This is an optimization exercise on Yosys and OpenROAD, whose aim is a short achievable clock period and few clock cycles, not a production implementation. The RTL was checked by simulation tests, not by an equivalence proof against the original design. No activity file was given, so power comes from the tool's default toggle rates.

## build 47
==> flow/design.v (excerpt) <==
module cumin_seq (
    input  wire        clk,
    input  wire        rst,
    input  wire        job_valid,
    output wire        job_ready,
    input  wire [7:0]  job_kind,
    input  wire [31:0] job_id,
    input  wire [31:0] job_gen,
    output wire [13:0] cs_addr,
    input  wire [38:0] cs_rdata,
    output wire        tbl_sel,
    output wire [7:0]  tbl_idx,
    input  wire [31:0] tbl_rdata,
    input  wire [31:0] time_us,
    output wire        op_valid,
    input  wire        op_ready,
    output wire [5:0]  op_code,
    output wire [2:0]  op_ce,
    output wire [3:0]  op_dst,
    output wire [31:0] op_arg,
    output wire [17:0] op_imm,
    input  wire [31:0] op_rdata,
    input  wire        req_valid,
    input  wire [1:0]  req_kind,
    output reg         res_valid,
    output reg  [2:0]  res_code,
    output reg  [31:0] res_data,
    output reg         res_committed,
    output reg         cs_corrected
);
Size: ~1800 flip-flops, roughly 340 I/O pins.
Settings: LEC_CHECK=0, ABC_CLOCK_PERIOD_IN_PS=4000, CAP_MARGIN=20, CORE_MARGIN=2, CORE_UTILIZATION=30, SLEW_MARGIN=20; clock period 13.0 ns.
standard.sh (not shown) runs the stock make flow with config.mk's settings and CLKGATE_MAP_FILE= SYNTH_SCRIPT=/design/flow/synth_recipe.tcl, a recipe that flattens the netlist after the stock synthesis.
==> flow/flow/run.sh <==
#!/bin/bash
# The standard layout, with timing repair aimed well below the clock
# period so that the achieved period is as short as the design allows.
# The constraints (constraint.sdc, 13 ns clock) are the standard flow's, unchanged.
set -euo pipefail
bash standard.sh SETUP_SLACK_MARGIN=8.5 finish > standard_flow.log 2>&1
Testbench counts of build 47, summed over its fixed seeds: cycles 82,751.
Modified inputs, build 55 compared to build 47
--- a/flow/design.v
+++ b/flow/design.v
@@ -311,23 +311,25 @@
     wire        fv_n = s_r ? eq_r : s_t ? eq_t : s_p ? eq_p : s_c ? eq_c : eq_h;
     reg                btb_v   [0:BTB_N-1];
     reg [13-BTB_AW:0]  btb_tag [0:BTB_N-1];
     reg [13:0]         btb_tgt [0:BTB_N-1];
     wire [BTB_AW-1:0]  bix_t = ptgt[BTB_AW-1:0];
     wire [BTB_AW-1:0]  bix_1 = need_p1[BTB_AW-1:0];
+    wire [BTB_AW-1:0]  bix_n = need[BTB_AW-1:0];
     wire               hit_t = btb_v[bix_t] && btb_tag[bix_t] == ptgt[13:BTB_AW];
     wire               hit_1 = btb_v[bix_1] && btb_tag[bix_1] == need_p1[13:BTB_AW];
     wire               hit_s = pv ? hit_t : hit_1;
     wire [13:0]        bt_s  = pv ? btb_tgt[bix_t] : btb_tgt[bix_1];
-    wire               pv_n  = ~restart & ~er_e & (consume ? hit_s : pv);
-    wire [13:0]        ptgt_n = consume ? bt_s : ptgt;
+    wire               hit_n = btb_v[bix_n] && btb_tag[bix_n] == need[13:BTB_AW];
+    wire               pv_n  = ~restart & ~er_e & (consume ? hit_s : hit_n);
+    wire [13:0]        ptgt_n = consume ? bt_s : btb_tgt[bix_n];
     wire [13:0]        seq_r = eq_r ? kqa1 : kqa;
     wire [13:0]        seq_t = eq_t ? x_tgt1 : x_tgt;
     wire [13:0]        seq_p = eq_p ? ir_pc2 : ir_pc1;
     wire [13:0]        seq_c = eq_c ? (hit_s ? bt_s : succ1) : succ;
-    wire [13:0]        seq_h = eq_h ? succ : need;
+    wire [13:0]        seq_h = eq_h ? (hit_n ? btb_tgt[bix_n] : need_p1) : need;
     wire [13:0]        seq_n = (s_r ? seq_r : s_t ? seq_t : s_p ? seq_p : s_c ? seq_c : seq_h);
     wire        pv_in     = load_r ? x_pv : pv;
     wire [31:0] cw     = cs_rdata[31:0];
     wire [5:0]  c_o    = cw[31:26];
     wire [3:0]  c_dst  = cw[25:22];
     wire [3:0]  c_src  = cw[21:18];
### Flow results
- Build 55 ended up with a higher fraction of met2 tracks used by global routing than build 47 did.
- Final routed wire length divided by cell count, build 55 and build 47: larger value in build 55
- In build 55, the count of cells along the worst register-to-register path came out 6 above the value in build 47.
- Clock buffer instance count of the final layout (build 55 vs. build 47) increases by a few percent
- Number of multi-input logic gates went up slightly going from build 47 to build 55.
- Relative to build 47, the height of the die measured on build 55 has increased by a few percent.
- Sequential cell count essentially unchanged between build 55 and build 47.
- [build 55 vs build 47] part of the total power dissipated in sequential elements: higher in build 55
- Combined global-route utilization of all metal layers on build 55 is up relative to build 47.
- Half-perimeter wire length after detailed placement delta (build 55 − build 47): unfavourable
- Build 55 vs build 47: quantity of gates resized following cts up
Testbench counts of build 55, summed over its fixed seeds: cycles 82,745.

afterwards: timing with drivers on the ports:
In the flow no input, the clock included, has a driving cell. The finished layouts below were timed again as built, in two steps.
Step 1 sets driving cells, clkbuf_16 on the clock port and buf_2 on the other inputs (assumed; they add their load-dependent delay and slew).
Step 2 also shifts input and output timing later by t, the mid clock arrival at the registers, as if the neighbouring blocks saw the same clock.
Slacks: ideal ports / drivers / drivers and shift; pairs: ideal ports / drivers.
run	t (ns)	setup WS [ns]	worst slew at a driven data input, ns
build 47	1.016	8.128 / 8.060 / 7.044	0.38
build 55	1.077	8.303 / 8.234 / 7.234	0.27
After both steps setup and hold are still met in every run listed. The setup slack of build 47, which loses most, moves by -0.068 ns with the drivers and by -1.084 ns with both steps.
